Background: an optimization exercise with open tools, aiming at small area, a short achievable clock period and few clock cycles per item. Do not read the settings as production practice.
Function was checked by simulation only, so behaviour that the tests miss may differ from the original.
No activity file was given, so power comes from the tool's default toggle rates.

## stream_filter
module stream_filter (
    input  wire        clk,
    input  wire        rst,          
    input  wire        cfg_we,
    input  wire [31:0] cfg_wdata,
    output wire [31:0] cfg_rdata,
    output reg         cfg_err,
    input  wire        in_valid,
    input  wire [31:0] in_data,
    output wire        in_ready,
    output reg         out_valid,
    output reg  [31:0] out_val,
    output reg         out_emit
);
For scale: about 5400 cells after synthesis, ~140 I/O pins, ~66000 um2 of cells after synthesis.
==> flow/config.mk <==
export PLATFORM = sky130hd
export DESIGN_NAME = stream_filter
export DESIGN_NICKNAME = stream_filter
export VERILOG_FILES = /design/flow/design.v
export SDC_FILE = /design/flow/constraint.sdc
export NUM_CORES = 4
export LEC_CHECK = 0
export ABC_AREA = 1
export CAP_MARGIN = 20
export CORE_MARGIN = 2
export CORE_UTILIZATION = 60
export CTS_BUF_LIST = sky130_fd_sc_hd__clkbuf_8
export CTS_CLUSTER_DIAMETER = 50
export CTS_CLUSTER_SIZE = 16
export PLACE_DENSITY = 0.75
export SLEW_MARGIN = 70
==> flow/constraint.sdc <==
create_clock -name core_clock -period 120.0 [get_ports {clk}]
set_input_delay 24.0000 -clock core_clock [delete_from_list [all_inputs] [get_ports {clk}]]
set_output_delay 24.0000 -clock core_clock [all_outputs]
set_load 0.01 [all_outputs]
standard.sh (not shown) runs the stock make flow with config.mk's settings and CLKGATE_MAP_FILE= SYNTH_SCRIPT=/design/flow/synth_recipe.tcl, a recipe that flattens the netlist after the stock synthesis.
==> flow/flow/run.sh <==
#!/bin/bash
# Layout: the standard flow (standard.sh), with the port buffers that
# ORFS's placement step adds made sky130_fd_sc_hd__buf_2 cells. Everything
# else, synthesis included, is the standard flow unchanged.
set -euo pipefail
export BUFFER_PORTS_ARGS="-buffer_cell sky130_fd_sc_hd__buf_2"
bash standard.sh finish > standard_flow.log 2>&1
The starting point produced a clean layout.
Testbench counts at the start, summed over its fixed seeds: cycles 17,423, items 17,303.
Edit:
==> flow/run.sh (new file) <==
#!/bin/bash
# synth_recipe.tcl (not shown) runs the flow's synth.tcl, then flattens the netlist and writes it again
# the make line also repeats each setting of config.mk as NAME=value (left out here)
make -C /OpenROAD-flow-scripts/flow DESIGN_CONFIG=/design/flow/config.mk WORK_HOME=/design/flow/orfs CLKGATE_MAP_FILE= SYNTH_SCRIPT=/design/flow/synth_recipe.tcl finish
removed: flow/flow/run.sh
removed: flow/standard.sh
=> The new run finished with timing, DRC and antenna clean; first-iteration DRC count is lower by about 4.3%; design area increases by 0.96%; wire length is about the same; die area stays the same; cell count stays flat; register-to-register slack improves by 0.02 ns; worst hold slack hardly moves; maximum frequency falls by about 1.3%; non-clock buffer count grows by 1.

* * *

stream_filter, a different RTL version from the one above (not shown whole).
Size in the first run: about 5400 cells after synthesis, ~140 I/O pins.
// stream_filter
module stream_filter (
    input  wire        clk,
    input  wire        rst,          
    input  wire        cfg_we,
    input  wire [31:0] cfg_wdata,
    output wire [31:0] cfg_rdata,
    output reg         cfg_err,
    input  wire        in_valid,
    input  wire [31:0] in_data,
    output wire        in_ready,
    output reg         out_valid,
    output reg  [31:0] out_val,
    output reg         out_emit
);
==> flow/config.mk <==
export PLATFORM = sky130hd
export DESIGN_NAME = stream_filter
export DESIGN_NICKNAME = stream_filter
export VERILOG_FILES = /design/flow/design.v
export SDC_FILE = /design/flow/constraint.sdc
export NUM_CORES = 4
export LEC_CHECK = 0
export ABC_AREA = 1
export CAP_MARGIN = 0
export CORE_MARGIN = 2
export CORE_UTILIZATION = 60
export CTS_BUF_LIST = sky130_fd_sc_hd__clkbuf_8
export CTS_CLUSTER_DIAMETER = 45
export CTS_CLUSTER_SIZE = 20
export PLACE_DENSITY = 0.75
export SLEW_MARGIN = 0
==> flow/constraint.sdc <==
create_clock -name core_clock -period 120.0 [get_ports {clk}]
set_input_delay 24.0000 -clock core_clock [delete_from_list [all_inputs] [get_ports {clk}]]
set_output_delay 24.0000 -clock core_clock [all_outputs]
set_load 0.01 [all_outputs]
==> flow/flow/run.sh <==
#!/bin/bash
# Layout: the standard flow (standard.sh), with the port buffers that
# ORFS's placement step adds made sky130_fd_sc_hd__buf_2 cells. Everything
# else, synthesis included, is the standard flow unchanged.
set -euo pipefail
export BUFFER_PORTS_ARGS="-buffer_cell sky130_fd_sc_hd__buf_2"
bash standard.sh finish > standard_flow.log 2>&1
The baseline passed the timing, design-rule and antenna checks.
Testbench counts at the start, summed over its fixed seeds: cycles 17,423, items 17,303.
Then changed:
==> flow/flow/run.sh (replaced) <==
#!/bin/bash
# Layout: the standard flow (standard.sh) with two changes to how the
# layout is made: the port buffers that ORFS's placement step adds are
# sky130_fd_sc_hd__buf_2 cells, and clock tree synthesis adds no dummy
# loads (its other settings are config.mk's). Everything else, synthesis
# included, is the standard flow unchanged. The full output goes to
# standard_flow.log here and to ORFS's own logs under orfs/logs.
set -euo pipefail
export BUFFER_PORTS_ARGS="-buffer_cell sky130_fd_sc_hd__buf_2"
export CTS_ARGS="-sink_clustering_enable -repair_clock_nets -sink_clustering_size 22 -sink_clustering_buffer sky130_fd_sc_hd__clkbuf_16 -sink_clustering_max_diameter 80 -buf_list sky130_fd_sc_hd__clkbuf_8 -dont_use_dummy_load"
bash standard.sh finish > standard_flow.log 2>&1
CTS_CLUSTER_DIAMETER = 80   (was 45)
CTS_CLUSTER_SIZE = 22   (was 20)
What happened: The changed run produced a clean layout; combinational power barely changes; global-route usage is higher by 0.47 points; via count is lower by 1.0%; clock-buffer cell count is lower by 63; setup slack gains 0.020 ns; cell count is lower by 2.0%; clock power is lower by 6.1%; synthesized cell count does not change; die area does not change.
Then changed:
==> flow/flow/run.sh (replaced) <==
#!/bin/bash
# Layout: the standard flow (standard.sh), with the port buffers that
# ORFS's placement step adds made sky130_fd_sc_hd__buf_2 cells. Everything
# else, synthesis included, is the standard flow unchanged.
set -euo pipefail
export BUFFER_PORTS_ARGS="-buffer_cell sky130_fd_sc_hd__buf_2"
bash standard.sh finish > standard_flow.log 2>&1
CORE_UTILIZATION = 67   (was 60)
CTS_CLUSTER_DIAMETER = 50   (was 80)
CTS_CLUSTER_SIZE = 16   (was 22)
PLACE_DENSITY = 0.8   (was 0.75)
Effect:
- cell count went down by 0.49%
- clock skew drops by 0.082 ns
- wire length barely changes
- combinational power is about the same
Then changed:
CAP_MARGIN = 20   (was 0)
CORE_UTILIZATION = 60   (was 67)
CTS_BUF_LIST = sky130_fd_sc_hd__clkbuf_4   (was sky130_fd_sc_hd__clkbuf_8)
CTS_CLUSTER_DIAMETER = 40   (was 50)
CTS_CLUSTER_SIZE = 10   (was 16)
PLACE_DENSITY = 0.75   (was 0.8)
SLEW_MARGIN = 20   (was 0)
The new run produced a clean layout.
Total power came out lower by 1.3%.
Count of clock-buffer cells in the layout came out higher by 129.
Register-to-register slack stays flat.
Core utilization came out lower by 7.9 points.

* * *

Starting RTL as in the previous note.
clock: 120.0 ns
lec_check: 0
abc_area: 1
cap_margin: 0
core_margin: 2
core_utilization: 60
cts_buf_list: sky130_fd_sc_hd__clkbuf_4 sky130_fd_sc_hd__clkbuf_8 sky130_fd_sc_hd__clkbuf_16
cts_cluster_diameter: 50
cts_cluster_size: 16
place_density: 0.75
slew_margin: 0
==> flow/flow/run.sh <==
#!/bin/bash
# Layout: the standard flow (standard.sh), with the port buffers that
# ORFS's placement step adds made sky130_fd_sc_hd__buf_2 cells. Everything
# else, synthesis included, is the standard flow unchanged.
set -euo pipefail
export BUFFER_PORTS_ARGS="-buffer_cell sky130_fd_sc_hd__buf_2"
bash standard.sh finish > standard_flow.log 2>&1
Testbench counts at the start, summed over its fixed seeds: cycles 17,423, items 17,303.
Next try:
==> flow/flow/run.sh (replaced) <==
#!/bin/bash
# Layout: the standard flow (standard.sh) with two changes to how the
# layout is made: the port buffers that ORFS's placement step adds are
# sky130_fd_sc_hd__buf_2 cells, and clock tree synthesis adds no dummy
# loads (its other settings are config.mk's). Everything else, synthesis
# included, is the standard flow unchanged. The full output goes to
# standard_flow.log here and to ORFS's own logs under orfs/logs.
set -euo pipefail
export BUFFER_PORTS_ARGS="-buffer_cell sky130_fd_sc_hd__buf_2"
export CTS_ARGS="-sink_clustering_enable -repair_clock_nets -sink_clustering_size 18 -sink_clustering_max_diameter 80 -buf_list sky130_fd_sc_hd__clkbuf_8 -dont_use_dummy_load"
bash standard.sh finish > standard_flow.log 2>&1
--- a/flow/config.mk
+++ b/flow/config.mk
@@ -10,7 +10,7 @@
 export CORE_MARGIN = 2
 export CORE_UTILIZATION = 60
-export CTS_BUF_LIST = sky130_fd_sc_hd__clkbuf_4 sky130_fd_sc_hd__clkbuf_8 sky130_fd_sc_hd__clkbuf_16
-export CTS_CLUSTER_DIAMETER = 50
-export CTS_CLUSTER_SIZE = 16
+export CTS_BUF_LIST = sky130_fd_sc_hd__clkbuf_8
+export CTS_CLUSTER_DIAMETER = 80
+export CTS_CLUSTER_SIZE = 18
 export PLACE_DENSITY = 0.75
 export SLEW_MARGIN = 0
Via count shrinks by 2.1%.
Die area stays the same.
Sequential share of layout area came out higher by 2.9 points.

* * *

stream_filter again, from the RTL that the note above started with.
export LEC_CHECK = 0
export ABC_AREA = 1
export CAP_MARGIN = 0
export CORE_MARGIN = 2
export CORE_UTILIZATION = 60
export CTS_BUF_LIST = sky130_fd_sc_hd__clkbuf_8
export CTS_CLUSTER_DIAMETER = 50
export CTS_CLUSTER_SIZE = 16
export GPL_ROUTABILITY_DRIVEN = 0
export GPL_TIMING_DRIVEN = 0
export PLACE_DENSITY = 0.75
export SLEW_MARGIN = 0
create_clock -name core_clock -period 120.0 [get_ports {clk}]
==> flow/flow/run.sh <==
#!/bin/bash
# Layout: the standard flow (standard.sh), with the port buffers that
# ORFS's placement step adds made sky130_fd_sc_hd__buf_2 cells. Everything
# else, synthesis included, is the standard flow unchanged.
set -euo pipefail
export BUFFER_PORTS_ARGS="-buffer_cell sky130_fd_sc_hd__buf_2"
bash standard.sh finish > standard_flow.log 2>&1
Testbench counts at the start, summed over its fixed seeds: cycles 17,423, items 17,303.
Next try:
==> flow/flow/run.sh (replaced) <==
#!/bin/bash
# Layout: the standard flow (standard.sh) with two changes to how the
# layout is made: the port buffers that ORFS's placement step adds are
# sky130_fd_sc_hd__buf_2 cells, and clock tree synthesis adds no dummy
# loads (its other settings are config.mk's). Everything else, synthesis
# included, is the standard flow unchanged. The full output goes to
# standard_flow.log here and to ORFS's own logs under orfs/logs.
set -euo pipefail
export BUFFER_PORTS_ARGS="-buffer_cell sky130_fd_sc_hd__buf_2"
export CTS_ARGS="-sink_clustering_enable -repair_clock_nets -sink_clustering_size 16 -sink_clustering_max_diameter 120 -buf_list sky130_fd_sc_hd__clkbuf_8 -dont_use_dummy_load"
bash standard.sh finish > standard_flow.log 2>&1
Settings changed: CTS_CLUSTER_DIAMETER 50 to 120, GPL_ROUTABILITY_DRIVEN 0 to not set, GPL_TIMING_DRIVEN 0 to not set.
Outcome: Register-to-register slack loses 60 ps. Setup slack improved by 120 ps. Fmax goes up by about 0.47%.
Next try:
--- a/flow/flow/run.sh
+++ b/flow/flow/run.sh
@@ -8,4 +8,4 @@
 set -euo pipefail
 export BUFFER_PORTS_ARGS="-buffer_cell sky130_fd_sc_hd__buf_2"
-export CTS_ARGS="-sink_clustering_enable -repair_clock_nets -sink_clustering_size 16 -sink_clustering_max_diameter 120 -buf_list sky130_fd_sc_hd__clkbuf_8 -dont_use_dummy_load"
+export CTS_ARGS="-sink_clustering_enable -repair_clock_nets -sink_clustering_size 20 -sink_clustering_max_diameter 80 -buf_list sky130_fd_sc_hd__clkbuf_8 -dont_use_dummy_load"
 bash standard.sh finish > standard_flow.log 2>&1
Settings changed: CTS_CLUSTER_DIAMETER 120 to 80, CTS_CLUSTER_SIZE 16 to 20.
Outcome: First-iteration DRC count goes up by 13%. Clock-buffer cell count drops by 25. Design area falls by 0.49%. Register-to-register slack stays flat. Wire length came out lower by 0.33%. Worst hold slack is better by 15 ps.
Next try:
==> flow/flow/run.sh (replaced) <==
#!/bin/bash
# Layout: the standard flow (standard.sh), with the port buffers that
# ORFS's placement step adds made sky130_fd_sc_hd__buf_2 cells. Everything
# else, synthesis included, is the standard flow unchanged.
set -euo pipefail
export BUFFER_PORTS_ARGS="-buffer_cell sky130_fd_sc_hd__buf_2"
bash standard.sh finish > standard_flow.log 2>&1
Settings changed: CAP_MARGIN 0 to 20, CTS_CLUSTER_DIAMETER 80 to 50, CTS_CLUSTER_SIZE 20 to 16, SLEW_MARGIN 0 to 40.
Sequential power stays flat.
Worst hold slack improved by 29 ps.
Wire length is higher by about 2.6%.
Non-clock buffer count goes up by 1.
Next try:
==> flow/flow/run.sh (replaced) <==
#!/bin/bash
# Layout: the standard flow (standard.sh) with two changes to how the
# layout is made: the port buffers that ORFS's placement step adds are
# sky130_fd_sc_hd__buf_2 cells, and clock tree synthesis adds no dummy
# loads (its other settings are config.mk's). Everything else, synthesis
# included, is the standard flow unchanged. The full output goes to
# standard_flow.log here and to ORFS's own logs under orfs/logs.
set -euo pipefail
export BUFFER_PORTS_ARGS="-buffer_cell sky130_fd_sc_hd__buf_2"
export CTS_ARGS="-sink_clustering_enable -repair_clock_nets -sink_clustering_size 28 -sink_clustering_buffer sky130_fd_sc_hd__clkbuf_16 -sink_clustering_max_diameter 80 -buf_list sky130_fd_sc_hd__clkbuf_8 -dont_use_dummy_load"
bash standard.sh finish > standard_flow.log 2>&1
Settings changed: CAP_MARGIN 20 to 0, CTS_CLUSTER_DIAMETER 50 to 80, CTS_CLUSTER_SIZE 16 to 28, SLEW_MARGIN 40 to 0.
Outcome:
- register-to-register slack is about the same
- clock skew came out higher by 110 ps
- core utilization falls by 0.88 points
- die area is unchanged
- critical path depth is unchanged
- worst setup slack gains 55 ps
- non-clock buffer count came out lower by 1
- clock-buffer cell count came out lower by 90
- routed wire length is about the same
Next try:
==> flow/flow/run.sh (replaced) <==
#!/bin/bash
# Layout: the standard flow (standard.sh), with the port buffers that
# ORFS's placement step adds made sky130_fd_sc_hd__buf_2 cells. Everything
# else, synthesis included, is the standard flow unchanged.
set -euo pipefail
export BUFFER_PORTS_ARGS="-buffer_cell sky130_fd_sc_hd__buf_2"
bash standard.sh finish > standard_flow.log 2>&1
Settings changed: CAP_MARGIN 0 to 20, CTS_CLUSTER_DIAMETER 80 to 50, CTS_CLUSTER_SIZE 28 to 16, SLEW_MARGIN 0 to 70.
What happened:
- The changed run completed without violations
- setup slack gets worse by 53 ps
- clock-buffer cell count rises by 88
- worst hold slack improved by 37 ps
- area after synthesis stays the same
- routed wire length drops by about 0.8%
- first-iteration DRC count is higher by about 9%
- final area rises by about 2%
- clock power increases by about 14%
- final cell count rises by 2.3%
- global-route usage barely changes
- register-to-register slack improves by 150 ps

* * *

The RTL this note starts from:
==> flow/design.v <==
module stream_filter (
    input  wire        clk,
    input  wire        rst,          
    input  wire        cfg_we,
    input  wire [31:0] cfg_wdata,
    output wire [31:0] cfg_rdata,
    output reg         cfg_err,
    input  wire        in_valid,
    input  wire [31:0] in_data,
    output wire        in_ready,
    output reg         out_valid,
    output reg  [31:0] out_val,
    output reg         out_emit
);
    localparam [2:0] F_NONE = 3'd0,
                     F_AVG  = 3'd1,
                     F_MED3 = 3'd2,
                     F_IIR  = 3'd3;
    localparam NST = 3;
    function integer nsteps(input integer s);
        nsteps = (s == 3) ? 11 : 10;
    endfunction
    function [37:0] add38(input [37:0] a, input [37:0] b, input ci);
        reg c;
        integer i;
        begin
            c = ci;
            for (i = 0; i < 38; i = i + 1) begin
                add38[i] = a[i] ^ b[i] ^ c;
                c = (a[i] & b[i]) | (a[i] & c) | (b[i] & c);
            end
        end
    endfunction
    function ge32(input [31:0] a, input [31:0] b);
        reg [31:0] p, q;
        reg c;
        integer i;
        begin
            p = a ^ 32'h8000_0000;
            q = ~(b ^ 32'h8000_0000);
            c = 1'b1;
            for (i = 0; i < 32; i = i + 1)
                c = (p[i] & q[i]) | (p[i] & c) | (q[i] & c);
            ge32 = c;
        end
    endfunction
    reg [2:0] filter;
    reg [6:0] param;
    reg [7:0] decim;
    reg       bat_en;
    reg       policy;
    assign cfg_rdata = {6'd0, policy, bat_en, decim, 1'b0, param, 5'd0, filter};
    wire [2:0] w_filter = cfg_wdata[2:0];
    wire [6:0] w_param  = cfg_wdata[14:8];
    wire [7:0] w_decim  = cfg_wdata[23:16];
    wire pz_lo   = ~|w_param[3:0];
    wire pz_hi   = ~|w_param[6:4];
    wire p_zero  = pz_lo & pz_hi;
    wire p_iir   = pz_hi & ~pz_lo;
    wire p_avg   = (w_param[6] & ~|w_param[5:0]) | (~w_param[6] & |w_param[5:1]);
    wire w_ok    = |w_decim & ~w_filter[2] &
                   ((~w_filter[0] & p_zero) | (w_filter[0] & ~w_filter[1] & p_avg) |
                    (w_filter[0] & w_filter[1] & p_iir));
    wire cfg_take = cfg_we && w_ok;
    always @(posedge clk) begin
        if (rst) begin
            filter  <= F_NONE;
            param   <= 7'd0;
            decim   <= 8'd1;
            bat_en  <= 1'b0;
            policy  <= 1'b0;
            cfg_err <= 1'b0;
        end else begin
            cfg_err <= cfg_we && !w_ok;
            if (cfg_take) begin
                filter <= w_filter;
                param  <= w_param;
                decim  <= w_decim;
                bat_en <= cfg_wdata[24];
                policy <= cfg_wdata[25];
            end
        end
    end
    reg  [2:0] c_filter;
    reg  [6:0] c_param;
    always @(posedge clk) begin
        c_filter <= filter;
        c_param  <= param;
    end
    wire       f_avg  = (c_filter == F_AVG);
    wire       f_med  = (c_filter == F_MED3);
    wire       f_iir  = (c_filter == F_IIR);
    wire [5:0] ring_m = f_avg ? c_param[5:0] - 6'd1 : f_med ? 6'd3 : 6'd0;    
    wire [6:0] cap    = f_avg ? c_param : 7'd3;  
    wire [3:0] kk     = c_param[3:0];            
    reg  [5:0] rot;                  
    reg        nrdy;                 
    reg        rdy_o;                
    assign in_ready = rdy_o;
    wire take = in_valid && !nrdy;   
    reg  [31:0] r0;
    reg  [31:0] s1  [0:0];
    reg  [31:0] s2  [0:1];
    reg  [31:0] s4  [0:3];
    reg  [31:0] s8  [0:7];
    reg  [31:0] s16 [0:15];
    reg  [31:0] s32 [0:31];
    wire [31:0] o1 = ring_m[0] ? s1[0]   : r0;
    wire [31:0] o2 = ring_m[1] ? s2[1]   : o1;
    wire [31:0] o3 = ring_m[2] ? s4[3]   : o2;
    wire [31:0] o4 = ring_m[3] ? s8[7]   : o3;
    wire [31:0] o5 = ring_m[4] ? s16[15] : o4;
    wire [31:0] o6 = ring_m[5] ? s32[31] : o5;    
    integer i;
    always @(posedge clk) begin
        r0     <= take ? in_data : o6;
        s1[0]  <= r0;
        s2[0]  <= o1;
        s4[0]  <= o2;
        s8[0]  <= o3;
        s16[0] <= o4;
        s32[0] <= o5;
        s2[1]  <= s2[0];
        for (i = 1; i < 4;  i = i + 1) s4[i]  <= s4[i-1];
        for (i = 1; i < 8;  i = i + 1) s8[i]  <= s8[i-1];
        for (i = 1; i < 16; i = i + 1) s16[i] <= s16[i-1];
        for (i = 1; i < 32; i = i + 1) s32[i] <= s32[i-1];
    end
    reg clr;                         
    wire [5:0] rot_nxt = (take || rot >= ring_m) ? 6'd0 : rot + 6'd1;
    wire       rdy_nxt = (rot_nxt == 6'd0);
    wire       rdy_d   = rdy_nxt || rst || clr;
    always @(posedge clk) begin
        rot   <= (rst || clr) ? 6'd0 : rot_nxt;
        nrdy  <= !(rdy_d || cfg_take);
        rdy_o <= rdy_d || cfg_take;
    end
    reg                v1;           
    reg  [6:0]         ncnt;         
    reg  [37:0]        acc;          
    reg  [7:0]         dcnt;         
    reg                bc;           
    always @(posedge clk) begin
        if (rst)
            v1 <= 1'b0;
        else
            v1 <= take;
        clr <= rst || cfg_take;
    end
    wire [31:0] x     = r0;
    wire [37:0] x38   = {{6{x[31]}}, x};
    wire        full  = (ncnt == cap);
    wire        first = (ncnt == 7'd1);
    reg         ci_iir;          
    always @(posedge clk)
        ci_iir <= (filter == F_IIR);
    wire [37:0] sum   = add38(x38, acc, ci_iir);
    wire [3:0]  sh    = first ? 4'd0 : kk;
    wire [32:0] st0   = sum[32:0];
    wire [32:0] st1   = sh[0] ? {st0[32],      st0[32:1]} : st0;
    wire [32:0] st2   = sh[1] ? {{2{st1[32]}}, st1[32:2]} : st1;
    wire [32:0] st3   = sh[2] ? {{4{st2[32]}}, st2[32:4]} : st2;
    wire [32:0] st4   = sh[3] ? {{8{st3[32]}}, st3[32:8]} : st3;
    wire [37:0] minu  = f_iir ? acc : sum;
    wire [37:0] subt  = f_iir ? {{5{st4[32]}}, st4} : (full ? {{6{o6[31]}}, o6} : 38'd0);
    wire [37:0] nacc  = add38(minu, ~subt, 1'b1);
    wire [31:0] b  = s1[0];
    wire [31:0] c  = s2[0];
    wire        ab = ge32(x, b);
    wire        ac = ge32(x, c);
    wire        lt2 = (ncnt[6:2] == 5'd0) && !(ncnt[1] && ncnt[0]);    
    wire [31:0] med = (!f_med || lt2 || ab != ac) ? x : (bc == ab) ? b : c;
    wire [5:0]  nm1   = ncnt[5:0] - 6'd1;        
    wire [37:0] sumr  = add38(sum, {32'd0, nm1}, 1'b0);
    wire [31:0] y     = f_iir ? ~nacc[31:0] : med;
    wire [37:0] w     = f_avg ? (sum[37] ? sumr : sum) : {{6{y[31]}}, y};
    wire [5:0]  dm1   = f_avg ? nm1 : 6'd0;      
    wire emit_now = (dcnt + 8'd1 == decim);
    always @(posedge clk) begin
        if (clr) begin
            ncnt <= 7'd1;
            acc  <= 38'd0;
            dcnt <= 8'd0;
        end else if (v1) begin
            if (!full)
                ncnt <= ncnt + 7'd1;
            acc  <= nacc;
            dcnt <= emit_now ? 8'd0 : dcnt + 8'd1;
        end
        if (v1)
            bc <= ab;
    end
    function [36:0] steps;           
        input [5:0]  rem;
        input [30:0] w;              
        input [5:0]  nm;             
        input        ng;             
        input integer k;
        reg   [6:0]  t, d, gn, pr, nb;
        reg   [7:0]  cy;
        integer j, i;
        begin
            for (j = 0; j < k; j = j + 1) begin
                t     = {rem, w[30]};
                nb    = {1'b1, nm};
                gn    = t & nb;
                pr    = t ^ nb;
                cy[0] = 1'b0;
                for (i = 0; i < 7; i = i + 1)
                    cy[i+1] = gn[i] | (pr[i] & cy[i]);
                d = pr ^ cy[6:0];
                w   = {w[29:0], cy[7] ^ ng};
                rem = cy[7] ? d[5:0] : t[5:0];
            end
            steps = {rem, w};
        end
    endfunction
    reg        dv [1:NST];
    reg  [5:0] dr [1:NST];
    reg [30:0] dw [1:NST];
    reg  [5:0] dn [1:NST];
    reg        dg [1:NST];           
    reg        de [1:NST];           
    always @(posedge clk) begin
        if (rst)
            dv[1] <= 1'b0;
        else
            dv[1] <= v1;
        {dr[1], dw[1]} <= w[36:0];
        dn[1] <= ~dm1;
        dg[1] <= w[37];
        de[1] <= emit_now && bat_en;
    end
    genvar g;
    generate
        for (g = 2; g <= NST; g = g + 1) begin : stage
            wire [36:0] s = (g == 2) ? steps(dr[1] ^ {6{dg[1]}}, dw[1] ^ {31{dg[1]}}, dn[1], dg[1], nsteps(1))
                                     : steps(dr[g-1], dw[g-1], dn[g-1], dg[g-1], nsteps(g-1));
            always @(posedge clk) begin
                if (rst)
                    dv[g] <= 1'b0;
                else
                    dv[g] <= dv[g-1];
                {dr[g], dw[g]} <= s;
                dn[g] <= dn[g-1];
                dg[g] <= dg[g-1];
                de[g] <= de[g-1];
            end
        end
    endgenerate
    wire [36:0] sl  = steps(dr[NST], dw[NST], dn[NST], dg[NST], nsteps(NST));
    wire [31:0] res = {dg[NST], sl[30:0]};
    always @(posedge clk) begin
        if (rst) begin
            out_valid <= 1'b0;
            out_val   <= 32'd0;
            out_emit  <= 1'b0;
        end else begin
            out_valid <= dv[NST];
            out_emit  <= dv[NST] && de[NST];
            if (dv[NST])
                out_val <= res;
        end
    end
endmodule
==> flow/config.mk <==
export PLATFORM = sky130hd
export DESIGN_NAME = stream_filter
export DESIGN_NICKNAME = stream_filter
export VERILOG_FILES = /design/flow/design.v
export SDC_FILE = /design/flow/constraint.sdc
export NUM_CORES = 4
export LEC_CHECK = 0
export ABC_AREA = 1
export CAP_MARGIN = 20
export CORE_MARGIN = 2
export CORE_UTILIZATION = 60
export CTS_BUF_LIST = sky130_fd_sc_hd__clkbuf_8
export CTS_CLUSTER_DIAMETER = 50
export CTS_CLUSTER_SIZE = 16
export PLACE_DENSITY = 0.75
export SLEW_MARGIN = 20
==> flow/constraint.sdc <==
create_clock -name core_clock -period 120.0 [get_ports {clk}]
set_input_delay 24.0000 -clock core_clock [delete_from_list [all_inputs] [get_ports {clk}]]
set_output_delay 24.0000 -clock core_clock [all_outputs]
set_load 0.01 [all_outputs]
==> flow/flow/run.sh <==
#!/bin/bash
# Layout: the standard flow (standard.sh), with the port buffers that
# ORFS's placement step adds made sky130_fd_sc_hd__buf_2 cells. Everything
# else, synthesis included, is the standard flow unchanged.
set -euo pipefail
export BUFFER_PORTS_ARGS="-buffer_cell sky130_fd_sc_hd__buf_2"
bash standard.sh finish > standard_flow.log 2>&1
Testbench counts at the start, summed over its fixed seeds: cycles 17,423, items 17,303.
Edit:
Settings changed: CAP_MARGIN 20 to 0, CTS_CLUSTER_DIAMETER 50 to 40, CTS_CLUSTER_SIZE 16 to 18, SLEW_MARGIN 20 to 0.
Result: The new run ran to the end with no violations. Sequential cell count is unchanged. Cell area increases slightly. Non-clock buffer count decreases by 1. Wire length decreases slightly. Cell count increases slightly. Hold slack barely changes. Synthesized cell count does not change. Sequential power hardly moves.
Edit:
Settings changed: CTS_CLUSTER_DIAMETER 40 to 50, CTS_CLUSTER_SIZE 18 to 16.
What happened: Synthesized area stays the same. Utilization went down by 0.60 points. Via count hardly moves. Register-to-register slack got worse by 30 ps. Maximum frequency stays flat. Final area goes down slightly. Clock power is lower by roughly a tenth. Combinational power barely changes.
Edit:
--- a/flow/flow/run.sh
+++ b/flow/flow/run.sh
@@ -6 +6 @@
-export BUFFER_PORTS_ARGS="-buffer_cell sky130_fd_sc_hd__buf_2"
+export BUFFER_PORTS_ARGS="-buffer_cell sky130_fd_sc_hd__buf_1"
Settings changed: CAP_MARGIN 0 to 20, SLEW_MARGIN 0 to 20.
Cell area is about the same. Register-to-register slack got worse by 140 ps. Sequential share of layout area is about the same. Die area does not change. Clock skew increases by 3.9 ps. Worst setup slack got worse by 65 ps. Total power barely changes. Worst hold slack got worse by 12 ps. Via count hardly moves. Count of clock-buffer cells in the layout increases by 5. Area after synthesis does not change.
Edit:
==> flow/flow/run.sh (replaced) <==
#!/bin/bash
# Layout: the standard flow (standard.sh) with two changes to how the
# layout is made: the port buffers that ORFS's placement step adds are
# sky130_fd_sc_hd__buf_2 cells, and clock tree synthesis adds no dummy
# loads (its other settings are config.mk's). Everything else, synthesis
# included, is the standard flow unchanged. The full output goes to
# standard_flow.log here and to ORFS's own logs under orfs/logs.
set -euo pipefail
export BUFFER_PORTS_ARGS="-buffer_cell sky130_fd_sc_hd__buf_2"
export CTS_ARGS="-sink_clustering_enable -repair_clock_nets -sink_clustering_size 16 -sink_clustering_max_diameter 50 -buf_list sky130_fd_sc_hd__clkbuf_8 -dont_use_dummy_load"
bash standard.sh finish > standard_flow.log 2>&1
Settings changed: CAP_MARGIN 20 to 0, SLEW_MARGIN 20 to 0.
Worst setup slack gets better by 99 ps.
Global-route usage goes down by 0.29 points.
Fmax goes up slightly.
Edit:
--- a/flow/flow/run.sh
+++ b/flow/flow/run.sh
@@ -10 +10 @@
-export CTS_ARGS="-sink_clustering_enable -repair_clock_nets -sink_clustering_size 16 -sink_clustering_max_diameter 50 -buf_list sky130_fd_sc_hd__clkbuf_8 -dont_use_dummy_load"
+export CTS_ARGS="-sink_clustering_enable -repair_clock_nets -sink_clustering_size 16 -sink_clustering_max_diameter 80 -buf_list sky130_fd_sc_hd__clkbuf_8 -dont_use_dummy_load"
Settings changed: CTS_CLUSTER_DIAMETER 50 to 80.
After rerunning:
- die area stays the same
- critical path depth stays the same
- worst setup slack got worse by 6.6 ps
- worst hold slack improved by 20 ps
- global-route usage hardly moves
- synthesized cell count does not change
- combinational power is about the same
- synthesized area is unchanged
- maximum frequency stays flat
- non-clock buffer count does not change
- routed wire length stays flat

## static timing again, ports no longer ideal
The flow's constraints put no driver on any port. The routed layouts listed below were extracted and timed again, unchanged, in two steps.
Step 1: set_driving_cell puts a clkbuf_16 on clk and a buf_2 on each other input, an assumption about the parent block.
Step 2 moves the port delays by t, midway between the first and last clock arrival at a register: inputs arrive t later, outputs are due t later. That takes back most of the time a late clock gives input paths.
Slacks: ideal ports / drivers / drivers and shift; pairs: ideal ports / drivers.
run | t, ns | setup slack, ns | worst setup path after step 2 | worst data-port slew with drivers (ns) | cell pins on the clock port's net
the first run of note 1 | 0.943 | 94.479 / 94.504 / 93.582 | input to register | 0.05 | 1
the second run of note 1 | 0.970 | 94.134 / 94.060 / 93.210 | input to register | 0.05 | 1
the first run of note 2 | 0.944 | 94.546 / 94.477 / 93.957 | input to register | 0.05 | 1
the second run of note 2 | 0.920 | 94.566 / 94.497 / 93.932 | input to register | 0.05 | 1
the third run of note 2 | 0.955 | 94.000 / 94.047 / 93.093 | input to register | 0.05 | 1
the fourth run of note 2 | 1.212 | 94.269 / 94.202 / 93.948 | input to register | 0.05 | 1
the first run of note 3 | 0.839 | 94.663 / 94.591 / 93.897 | input to register | 0.05 | 1
the second run of note 3 | 0.877 | 94.573 / 94.505 / 93.964 | input to register | 0.05 | 1
the first run of note 4 | 0.953 | 94.509 / 94.441 / 93.835 | input to register | 0.04 | 1
the second run of note 4 | 0.882 | 94.629 / 94.562 / 93.938 | input to register | 0.05 | 1
the third run of note 4 | 0.881 | 94.589 / 94.521 / 93.964 | input to register | 0.05 | 1
the fourth run of note 4 | 0.940 | 94.544 / 94.476 / 93.902 | input to register | 0.05 | 1
the fifth run of note 4 | 0.891 | 94.598 / 94.530 / 93.940 | input to register | 0.05 | 1
the sixth run of note 4 | 0.950 | 94.546 / 94.472 / 94.104 | input to register | 0.05 | 1
the first run of note 5 | 0.909 | 94.586 / 94.520 / 93.939 | input to register | 0.05 | 1
the second run of note 5 | 0.933 | 94.551 / 94.483 / 93.933 | input to register | 0.05 | 1
the third run of note 5 | 0.908 | 94.587 / 94.520 / 93.946 | input to register | 0.05 | 1
the fourth run of note 5 | 0.963 | 94.522 / 94.455 / 93.880 | input to register | 0.06 | 1
the fifth run of note 5 | 0.883 | 94.621 / 94.554 / 93.954 | input to register | 0.05 | 1
the sixth run of note 5 | 0.865 | 94.614 / 94.549 / 93.953 | input to register | 0.05 | 1
After both steps setup and hold are still met in every run listed. For the second run of note 1, which loses most, drivers alone change the setup slack by -0.074 ns; drivers and shift together by -0.924 ns.
